Context: an optimization exercise on an open-source flow, tuned for small area, a short achievable clock period and few clock cycles. The choices shown serve that exercise and are no tape-out recipe.
Function was checked by simulation only, so behaviour that the tests miss may differ from the original.
Power and IR drop assume default switching activity.

== v25 ==
Design cv_unit, start of the top module:
module cv_unit (
    input  wire        clk,
    input  wire        rst,           
    input  wire        engine_held,   
    input  wire        req_valid,
    output wire        req_ready,
    input  wire        req_write,
    input  wire [11:0] req_addr,      
    input  wire [1:0]  req_size,      
    input  wire [63:0] req_wdata,     
    output reg         rsp_valid,
    output wire [63:0] rsp_rdata,
    output reg         host_event
);
    reg  [1:0]  poly;
    reg         use_seed;
    reg  [63:0] seed;
    reg  [63:0] state;              
    reg  [63:0] count;
    reg         p_k1, p_k2, p_k4;   
    reg  [31:0] p_data;             
    reg         p_restart;
    reg         p_hold;             
    reg  [2:0]  r_data;             
    reg  [3:0]  r_seed;
    reg  [3:0]  r_cnt;
    reg  [1:0]  r_res01;
    reg  [3:0]  r_res2;
    reg         r_res3;
    assign req_ready = 1'b1;
    wire       d_event, d_read, d_restart, d_config, d_seed_lo, d_seed_hi;
    wire       d_k1, d_k2, d_k4, d_hold;
    wire [31:0] d_data;
    wire [3:0] d_sel;
    wire [3:0] d_seed;
    wire [3:0] d_cnt;
    wire [1:0] d_res01;
    wire [3:0] d_res2;
    wire       d_res3;
    cv_unit_dec_event u_dec_event (
        .rst(rst), .engine_held(engine_held), .req_valid(req_valid),
        .req_write(req_write), .req_addr(req_addr), .req_size(req_size),
        .busy(1'b0), .cfg_bad(req_wdata[2]), .poly(poly),
        .event_o(d_event)
    );
    cv_unit_dec_config u_dec_config (
        .rst(rst), .engine_held(engine_held), .req_valid(req_valid),
  ...
For scale: ~23000 um^2 of cells after synthesis.
export LEC_CHECK = 0
export CAP_MARGIN = 20
export CORE_MARGIN = 2
export CORE_UTILIZATION = 40
export CTS_BUF_LIST = sky130_fd_sc_hd__clkbuf_8
export PLACE_DENSITY = 0.7
export SLEW_MARGIN = 20
export SYNTH_HIERARCHICAL = 1
create_clock -name core_clock -period 10.0 [get_ports {clk}]
standard.sh (not shown) runs the stock make flow with config.mk's settings and CLKGATE_MAP_FILE= SYNTH_SCRIPT=/design/flow/synth_recipe.tcl, a recipe that flattens the netlist after the stock synthesis.
==> flow/flow/run.sh <==
#!/bin/bash
set -euo pipefail
bash standard.sh SETUP_SLACK_MARGIN=6.5 "BUFFER_PORTS_ARGS=-buffer_cell sky130_fd_sc_hd__buf_1" finish > flow_make.log 2>&1
Testbench counts of v25, summed over its fixed seeds: cycles 13,195.
Modified inputs, v20 compared to v25
Settings: clearing CTS_BUF_LIST, which used to be sky130_fd_sc_hd__clkbuf_8; swapping 0.7 for 0.8 in PLACE_DENSITY.
--- outcome ---
- Time the worst path needs with I/O delays and setup (higher): v20
- Compared to v25, v20 has number of cells on the critical path 6 lower.
- Between v20 and v25, the difference in synthesis-to-finish area growth is negligible.
- Diff v25 -> v20: detailed-router iteration count before antenna repair went down 1; number of gates resized after cts went down about 10%; cell count after placement held.
- Overall power consumption was lower in v25 than in v20.
- v20 against v25: final design area excluding fillers roughly the same; number of buffers other than clock buffers in the final layout lower.
Input-level comparison between v39 and v20:
Settings: removing PLACE_DENSITY (formerly 0.8).
Findings:
[compare] base=v20 new=v39: portion of the clock cycle consumed by the worst path in the final layout fell 1.5 points, combinational power rose about 4%, net switching power of the design rose about 1.1%, total power fell about 0.5%, total detailed-routing wirelength rose 7400 um.
Largest driver fanout on the critical path, v20 and v39, higher one = v39.
v39 ends up with higher critical path depth than v20 does.
In v39, total via count in the routed design is lower than in v20.
v39 reports a higher non-filler instance count after layout than v20 does.
Going from v20 to v39, the met1 track utilization from global routing was found to have gone up by 3.6 points.
Of the two values seen for critical path startpoint, state[42] was produced by v39 and r_seed[2] by v20.
Between v20 and v39, wire length of the first global-routing pass is higher for v39, v20 comes in under that.
Setup changes, v39 to v57
Settings: PLACE_DENSITY newly set to 0.7.
==> flow/flow/run.sh <==
#!/bin/bash
set -euo pipefail
bash standard.sh SETUP_SLACK_MARGIN=6.6 "BUFFER_PORTS_ARGS=-buffer_cell sky130_fd_sc_hd__buf_1" finish > flow_make.log 2>&1
Results
v57 vs. v39: portion of the layout cell area used by clock cells roughly the same; power share of the clock group higher.
Status: register-to-register setup slack parity (v57, v39)
~same clock insertion delay at the later pin of the skew report in v57 and v39
v57 vs v39, total power after layout went up by about 0.5%.

---

harbor:
cv_unit, a different RTL version from the one above (not shown whole).
Size in the first run: roughly 310 flip-flops, roughly 24000 sq um of cells after synthesis.
Settings: LEC_CHECK=0, CAP_MARGIN=20, CORE_MARGIN=2, CORE_UTILIZATION=40, SLEW_MARGIN=20, SYNTH_HIERARCHICAL=1, TNS_END_PERCENT=25; clock period 10.0 ns.
==> flow/flow/run.sh <==
#!/bin/bash
set -euo pipefail
bash standard.sh SETUP_SLACK_MARGIN=6.5 "BUFFER_PORTS_ARGS=-buffer_cell sky130_fd_sc_hd__buf_4" finish > flow_make.log 2>&1
Testbench counts of harbor, summed over its fixed seeds: cycles 13,387.
Inputs modified between harbor and amber:
- removing TNS_END_PERCENT (formerly 25)
- Any difference in routed wire length between amber and harbor is small enough to ignore.
- Total power draw of harbor is on par with amber.
- As far as final core utilization is concerned, harbor and amber perform about the same.
- Compared with harbor, timing-limited maximum frequency in amber increased by a few percent.
- amber -> harbor: basic-gate share of the synthesized area counting and, or, nand and nor cells delta 0, exact match
- ~same via count in amber and harbor
- Final instance area of harbor is on par with amber.
- Fraction of met1 tracks used by global routing of harbor is on par with amber.
- Looking at worst IR drop on VDD, amber sits about 1.6% above harbor.
Here is what was changed in the inputs of quartz compared with amber.
==> flow/flow/run.sh <==
#!/bin/bash
set -euo pipefail
bash standard.sh SETUP_SLACK_MARGIN=6.5 "BUFFER_PORTS_ARGS=-buffer_cell sky130_fd_sc_hd__buf_1" finish > flow_make.log 2>&1
==> notes.md <==
Compared with amber, quartz shows a minimum period implied by the final worst setup slack that is 0.0049 ns lower.
In terms of overall global routing resource usage, quartz and amber differ only marginally.
Diff amber -> quartz: clock power share rose by 1.7 points; ratio of total power to cell area rose by about 2.4%; wire length rose by about 0.35%.
Input changes introduced in zinc (baseline for comparison: quartz):
- CTS_BUF_LIST now sky130_fd_sc_hd__clkbuf_8, previously not set
Between quartz and zinc, the flow reports net switching power of the design decreasing slightly.
Via count for zinc: 1.1% up relative to quartz
zinc reports a lower share of the clock period used by the worst path after layout than quartz does.
On power in the clock group, the lower figure sits with zinc, not quartz.
Looking at final critical-path setup slack, zinc sits 0.068 ns higher than quartz does.
Post-route cell area is higher on quartz
Comparing share of power burned in the clock network for zinc and quartz, the bigger number came from quartz.
On sequential share of layout area, zinc and quartz are basically level.
Inputs modified between zinc and maple:
- CAP_MARGIN now 5, was 20
- SLEW_MARGIN now 5, was 20
Notes after the runs:
Reported for zinc and maple, well tap count turned out identical to the last digit.
First-pass iteration count of the detailed router ends up higher on zinc.
maple against zinc: aggregate routed wire length has remained practically unchanged; number of antenna diodes has decreased; clock share of power has decreased; multi-input gate share of the layout cell area has increased; total grt overflow has remained practically unchanged.
Looking at library cell contributing the largest single delay on the critical path, the sky130_fd_sc_hd__xnor3_1 result is from zinc; the sky130_fd_sc_hd__xnor3_2 one comes from maple.
Number of non-clock buffers: maple > zinc

==> afterwards: timing with drivers on the ports <==
In the flow no input, the clock included, has a driving cell. The finished layouts below were timed again as built, in two steps. Step 1 sets driving cells, clkbuf_16 on the clock port and buf_2 on the other inputs (assumed; they add their load-dependent delay and slew). Step 2 also shifts input and output timing later by t, the mid clock arrival at the registers, as if the neighbouring blocks saw the same clock. Slacks: ideal / step 1 / step 2; pairs: ideal / step 1.
run | shift t [ns] | slack for setup (ns) | clock arrival spread, ns | pins driven straight from the clock port
v25 | 0.619 | 6.194 / 6.194 / 6.008 | 0.046 / 0.046 | 1
v20 | 0.635 | 6.168 / 6.112 / 6.039 | 0.057 / 0.057 | 1
v39 | 0.613 | 6.315 / 6.266 / 6.006 | 0.035 / 0.035 | 1
v57 | 0.608 | 6.320 / 6.287 / 6.106 | 0.014 / 0.014 | 1
harbor | 0.620 | 6.260 / 6.260 / 5.984 | 0.044 / 0.044 | 1
amber | 0.617 | 6.373 / 6.373 / 6.062 | 0.047 / 0.047 | 1
quartz | 0.614 | 6.378 / 6.378 / 5.980 | 0.034 / 0.034 | 1
zinc | 0.696 | 6.446 / 6.446 / 5.917 | 0.036 / 0.036 | 1
maple | 0.706 | 6.386 / 6.386 / 5.954 | 0.063 / 0.062 | 1
After both steps every run listed still meets setup and hold. The setup slack of zinc, which loses most, moves by 0.000 ns with the drivers and by -0.529 ns with both steps.
